Background: an optimization exercise with open tools, aiming at small area. Do not read the settings as production practice. The RTL was checked by simulation tests, not by an equivalence proof against the original design. Power is estimated from default activity; no workload was simulated.

[design/flow/config.mk]
export PLATFORM = sky130hd
export DESIGN_NAME = hx_gen_chain
export DESIGN_NICKNAME = hx_gen_chain
export VERILOG_FILES = /design/flow/design.v
export SDC_FILE = /design/flow/constraint.sdc
export NUM_CORES = 4
export LEC_CHECK = 0
export CAP_MARGIN = 20
export CORE_MARGIN = 2
export CORE_UTILIZATION = 40
export SLEW_MARGIN = 20
[design/flow/constraint.sdc]
create_clock -name core_clock -period 10.0 [get_ports {clk}]
set_input_delay 2.0000 -clock core_clock [delete_from_list [all_inputs] [get_ports {clk}]]
set_output_delay 2.0000 -clock core_clock [all_outputs]
set_load 0.01 [all_outputs]
[design/flow/design.v]
module hx_gen_chain (
    input  wire               clk,
    input  wire               rst,           
    input  wire               cfg_load,      
    input  wire [1:0]         cfg_order,     
    input  wire [3:0]         cfg_rate,      
    input  wire               mod_valid,
    input  wire signed [3:0]  mod_in,
    output reg                fine_valid,
    output reg  signed [73:0] fine_data,
    output reg                fine_h,
    output reg                fine_o,
    output reg                coarse_valid,
    output reg  signed [10:0] coarse_data,
    output reg                coarse_o
);
    localparam W   = 74;    
    localparam NST = 5;     
    localparam CW  = 17;    
    reg [1:0] order_q;
    reg [3:0] rate_q;
    wire      cfg_ok = (cfg_order != 2'd3) && (cfg_rate <= 4'd10);
    wire      clear  = rst || (cfg_load && cfg_ok);
    always @(posedge clk) begin
        if (rst) begin
            order_q <= 2'd0;
            rate_q  <= 4'd7;
        end else if (cfg_load && cfg_ok) begin
            order_q <= cfg_order;
            rate_q  <= cfg_rate;
        end
    end
    wire [2:0]  n_ord   = {1'b0, order_q} + 3'd3;
    wire [13:0] r_mask  = (14'd1 << (rate_q + 4'd4)) - 14'd1;           
    wire [CW-1:0] fine_win = n_ord * {3'd0, r_mask} + 1'b1;              
    reg [13:0]   phase;       
    reg [CW-1:0] n_seen;      
    reg [CW-1:0] since_ovl;   
    reg [3:0]    run_len;     
    reg          run_neg;     
    wire is_pos  = (mod_in == 4'sd7);
    wire is_neg  = (mod_in == -4'sd8);
    wire is_ext  = is_pos || is_neg;
    wire [3:0] run_next = !is_ext                          ? 4'd0 :
                          (run_len != 4'd0 && run_neg == is_neg) ?
                              (run_len == 4'd8 ? 4'd8 : run_len + 4'd1) : 4'd1;
    wire [CW-1:0] seen_next = (n_seen == {CW{1'b1}}) ? n_seen : n_seen + 1'b1;
    wire [CW-1:0] ovl_next  = (run_next == 4'd8) ? {CW{1'b0}} :
                              (since_ovl == {CW{1'b1}}) ? since_ovl : since_ovl + 1'b1;
    wire [13:0] phase_next  = phase + 14'd1;
    reg dec_q, dec_h, dec_o;
    always @(posedge clk) begin
        if (clear) begin
            phase     <= 14'd0;
            n_seen    <= {CW{1'b0}};
            since_ovl <= {CW{1'b1}};
            run_len   <= 4'd0;
            run_neg   <= 1'b0;
            dec_q     <= 1'b0;
            dec_h     <= 1'b0;
            dec_o     <= 1'b0;
        end else if (mod_valid) begin
            phase     <= phase_next;
            n_seen    <= seen_next;
            since_ovl <= ovl_next;
            run_len   <= run_next;
            run_neg   <= is_neg;
            dec_q     <= (phase_next & r_mask) == 14'd0;
            dec_h     <= seen_next < fine_win;
            dec_o     <= ovl_next < fine_win;
        end
    end
    reg signed [W-1:0] integ [0:NST-1];
    reg [NST-1:0]      istep;      
    integer i;
    always @(posedge clk) begin
        if (clear) begin
            istep <= {NST{1'b0}};
            for (i = 0; i < NST; i = i + 1)
                integ[i] <= {W{1'b0}};
        end else begin
            istep <= {istep[NST-2:0], mod_valid};
            if (mod_valid)
                integ[0] <= integ[0] + {{(W-4){mod_in[3]}}, mod_in};
            for (i = 1; i < NST; i = i + 1)
                if (istep[i-1])
                    integ[i] <= integ[i] + integ[i-1];
        end
    end
    reg signed [W-1:0] cin;             
    reg signed [W-1:0] cdly [0:NST-1];  
    reg signed [W-1:0] cval [0:NST-1];  
    reg [NST-1:0]      cstep;
    reg                cgo;
    always @(posedge clk) begin
        if (clear) begin
            cgo   <= 1'b0;
            cstep <= {NST{1'b0}};
            cin   <= {W{1'b0}};
            for (i = 0; i < NST; i = i + 1) begin
                cdly[i] <= {W{1'b0}};
                cval[i] <= {W{1'b0}};
            end
        end else begin
            cgo   <= istep[NST-1] && dec_q;
            cstep <= {cstep[NST-2:0], cgo};
            if (istep[NST-1] && dec_q)
                cin <= integ[n_ord-3'd1];
            if (cgo) begin
                cval[0] <= cin - cdly[0];
                cdly[0] <= cin;
            end
            for (i = 1; i < NST; i = i + 1)
                if (cstep[i-1]) begin
                    cval[i] <= cval[i-1] - cdly[i];
                    cdly[i] <= cval[i-1];
                end
        end
    end
    always @(posedge clk) begin
        if (clear) begin
            fine_valid <= 1'b0;
            fine_data  <= {W{1'b0}};
            fine_h     <= 1'b0;
            fine_o     <= 1'b0;
        end else begin
            fine_valid <= cstep[n_ord-3'd1];
            if (cstep[n_ord-3'd1]) begin
                fine_data <= cval[n_ord-3'd1];
                fine_h    <= dec_h;
                fine_o    <= dec_o;
            end
        end
    end
    wire [3:0] cpos   = phase[3:0];
    wire [3:0] weight = cpos[3] ? (4'd15 - cpos) + 4'd1 : cpos + 4'd1;
    wire signed [10:0] wterm = mod_in * $signed({1'b0, weight});
    reg  signed [10:0] cacc;
    always @(posedge clk) begin
        if (clear) begin
            cacc         <= 11'sd0;
            coarse_valid <= 1'b0;
            coarse_data  <= 11'sd0;
            coarse_o     <= 1'b0;
        end else begin
            coarse_valid <= 1'b0;
            if (mod_valid) begin
                if (cpos == 4'd15) begin
                    cacc         <= 11'sd0;
                    coarse_valid <= 1'b1;
                    coarse_data  <= cacc + wterm;
                    coarse_o     <= ovl_next < 17'd16;
                end else begin
                    cacc <= cacc + wterm;
                end
            end
        end
    end
endmodule
[design/flow/run.sh]
#!/bin/bash
# synth_recipe.tcl (not shown) runs the flow's synth.tcl, then flattens the netlist and writes it again
# the make line also repeats each setting of config.mk as NAME=value (left out here)
make -C /OpenROAD-flow-scripts/flow DESIGN_CONFIG=/design/flow/config.mk WORK_HOME=/design/flow/orfs CLKGATE_MAP_FILE= SYNTH_SCRIPT=/design/flow/synth_recipe.tcl finish
==> results.txt <==
-- flip-flops by register name, summed over array words and instances (netlist names), 2 cells and up --
name and count:
integ 370, run_len 4, since_ovl 17, istep 5, phase 14, coarse_data 11
cin 74, cval 370, cdly 370, order_q 2, n_seen 17, fine_data 74
cstep 5, cacc 11, rate_q 4
-- where the power goes --
group / switching, W / internal, W / leakage, nW
clock: 0.00256 / 0.00371 / 2.75
combinational: 0.00135 / 0.000815 / 30.1
sequential: 0.000129 / 0.00548 / 11.0
total: 0.00404 / 0.0100 / 43.8
-- critical path, delay by kind of cell, from the launching register on --
family	cells	cell delay, ns
adder cells (fa/ha/maj)	7	2.72
AO/OA/AOI/OAI	9	1.57
AND/OR/NAND/NOR	5	1.01
flip-flops	1	0.51
XOR/XNOR	2	0.44
buffers and inverters	3	0.35
-- synth_stat cells, types with 196 or more instances --
cell type and count:
nor2_1 1960, dfxtp_1 1358, a21oi_1 1249, mux2i_1 841, ha_1 816, nand2_1 782
inv_1 632, clkbuf_1 619, a21o_1 459, xnor2_1 457, o21ai_0 408, xor2_1 281
nand3_1 274, nand4_1 196
-- layout by cell type (no fill, tap or decap), types with 196 or more instances in the layout --
| cell type | synthesis | final |
|---|---|---|
| nor2_1 | 1960 | 1959 |
| xor2_1 | 281 | 281 |
| nand2_1 | 782 | 781 |
| o21ai_0 | 408 | 408 |
| nand3_1 | 274 | 274 |
| ha_1 | 816 | 812 |
| mux2i_1 | 841 | 841 |
| dfxtp_1 | 1358 | 1349 |
| nand4_1 | 196 | 196 |
| a21oi_1 | 1249 | 1247 |
| xnor2_1 | 457 | 457 |
| a21o_1 | 459 | 459 |
| inv_1 | 632 | 630 |
-- logic make-up after synthesis --
group | after synthesis | synth area share
buf+inv | 1320 | 0.0514
mux | 846 | 0.0879
flops | 1358 | 0.281
xor+xnor | 738 | 0.0669
fa+ha+maj | 853 | 0.113
simple gates | 3961 | 0.183
compound gates | 3271 | 0.217
-- worst min-delay path by stage --
stage,from,endpoint,cells past startpoint
6_report,coarse_data[9]$_SDFFE_PP0P_,coarse_data[9]$_SDFFE_PP0P_,2
4_1_cts,coarse_data[8]$_SDFFE_PP0P_,coarse_data[8]$_SDFFE_PP0P_,2
3_3_place_gp,cval[4][43]$_SDFFE_PP0P_,cval[4][43]$_SDFFE_PP0P_,2
3_5_place_dp,cval[4][43]$_SDFFE_PP0P_,cval[4][43]$_SDFFE_PP0P_,2
2_1_floorplan,cval[4][73]$_SDFFE_PP0P_,cval[4][73]$_SDFFE_PP0P_,2
5_1_grt,coarse_data[8]$_SDFFE_PP0P_,coarse_data[8]$_SDFFE_PP0P_,2
-- area by class of cell --
cell class	instances	area, sq um	share of cell area
Timing Repair Buffer	193	1800	0.0171
Antenna cell	6	15.0	0.000142
Clock inverter	70	925	0.00876
Tap cell	3185	3990	0.0378
Clock buffer	227	4670	0.0443
Inverter	634	2380	0.0225
Multi-Input combinational cell	9669	64500	0.612
Sequential cell	1358	27200	0.258
-- per-layer routing --
layer,share of wire,routed length (microns)
met2,0.48,158000
met5,0.00013,42
met1,0.42,140000
met3,0.047,15500
met4,0.053,17600
-- through the flow --
stage          area, sq um  total power (W)  cells  hold WS [ns]
2_1_floorplan        96600          0.00728  12347         0.425
3_3_place_gp         99900          0.00784  15038         0.442
3_5_place_dp         99900          0.00786  15038         0.452
4_1_cts             105000           0.0142  15335         0.464
5_1_grt             106000           0.0147  15339         0.480
6_report            106000           0.0141  15342         0.457
==> results.yml <==
global_routing:
  grt_max_degree: 188
  grt_overflow: 0
  antenna_found_initial: 10
  gr-usage-all-layers: 0.262
  met2_usage: 0.455
  gr-max-usage-layer: "met2"
  grt_use_met3: 0.0308
  grt_pass1_wl_microns: 506000
  grt_use_met1: 0.319
  grt_pass1_vias: 85878
logic_synthesis:
  yosys_most_used_dff: "dfxtp_1"
  syn_inst: 12347
  yosysSeqAreaShare: 0.281
  synth_top_cell_by_area: "dfxtp_1"
  syn_area_sq_um: 96600
  ys_async_sr_fraction: 0
  yosys_warnings: 4
  syn-mean-instance-area_sq_um: 7.82
  synth-edff-count: 0
  synth_cell_type_count: 110
  syn-num-nets: 13211
  synth_top_area_frac: 0.281
  ys_top_cells_by_area: "dfxtp_1 (28%), ha_1 (11%), mux2i_1 (8.7%), nor2_1 (7.6%), a21oi_1 (6.5%)"
  synth_seq_cells: 1358
clocking:
  clk_pin_slew_worst_paths_ns: 0.06
  post_cts_resized: 0
  cts_hold_buf: 0
  cts_tree: "built"
  worstSkewPairLatency_ns: 0.84
  clk_path_buf_depth: 3
  cts.sinks: 1358
  cts_inserted_buffers: 163
  cts_root_buf: "clkbuf_16"
  postCtsSetupRepairBufs: 0
  cts_max_level: 4
detailed_routing:
  drc: 0
  antenna_left: 0
  wl_microns: 332000
  firstDrtPassIters: 9
  post_drt_wl_per_cell_microns: 21.6
  vias: 88581
  drt_iter0_drc: 6574
  vias_per_cell: 5.77
die:
  dieHeight_microns: 495
  ios: 104
  die_w_microns: 495
  floorplan.initialDensity: 0.402
  die-area_sq_um: 245000
  core.rowCount: 180
  core_sq_um: 240000
pwr:
  p_per_area_nw_per_um2: 133
  leakage_nw: 43.8
  ir_drop_mv: 0.195
status:
  status: "finished clean"
worst_setup_path:
  crit_path_max_fanout: 15
  crit_slowest_cell: "ha_1"
  required_ns: 10.73
  crit_top_cell: "ha_1"
  reg2reg_from: "rate_q[2]$_SDFFE_PP1P_"
  critPathCaptureType: "register"
  worstSetupStartpoint: "rate_q[2]$_SDFFE_PP1P_"
  r2r-end: "dec_h$_SDFFE_PP0P_"
  start_kind: "register"
  crit_type: "register to register"
  rrSetupSlack_ns: 3.30
  endpoint: "dec_h$_SDFFE_PP0P_"
  r2r_cells: 26
  arrival_ns: 7.43
  slowest_delay_ns: 0.61
placement:
  place.port_buffers: 103
  dp_hpwl_microns: 255000
  post-place-ws_ns: 3.38
  globalplace.congestion: 0.958
cells_and_area:
  syn2layout_area_growth_pct: 9.27
  drive_gt1_frac: 0.0393
  fillCellCount: 23955
  postLayoutCoreUtil: 0.439
  nets: 12883
timing:
  tns_ns: 0
  fin_ws_ns: 3.30
  drv_slew: 0
  hold_viol_final: 0
  setup_viol: 0
  slew_headroom: 0.217
  fin_crit_ns: 6.70
  fin_skew_ns: 0.0425
  rsz0062_at_grt: "no"
  fmax_mhz: 149
  tightest_slew_ns: 1.17
  fin_crit_sh: 0.670
flow_run:
  drv_cap: 0
hold_path:
  worstHoldPathType: "register to register"

[static timing again, ports no longer ideal]
The results above use ideal ports. As a check the final layout listed here was re-extracted and re-timed, cells and wires unchanged. Step 1 sets driving cells, clkbuf_16 on the clock port and buf_2 on the other inputs (assumed; they add their load-dependent delay and slew). Step 2 also shifts input and output timing later by t, the mid clock arrival at the registers, as if the neighbouring blocks saw the same clock. Three values: ideal, step 1, step 2; two values: the first two.
t, ns: 0.915
slack for setup (ns): 3.300 / 3.300 / 3.300
pins driven straight from the clock port: 1
After both steps this run still meets setup and hold. For this run, drivers alone change the setup slack by 0.000 ns; drivers and shift together by 0.000 ns.
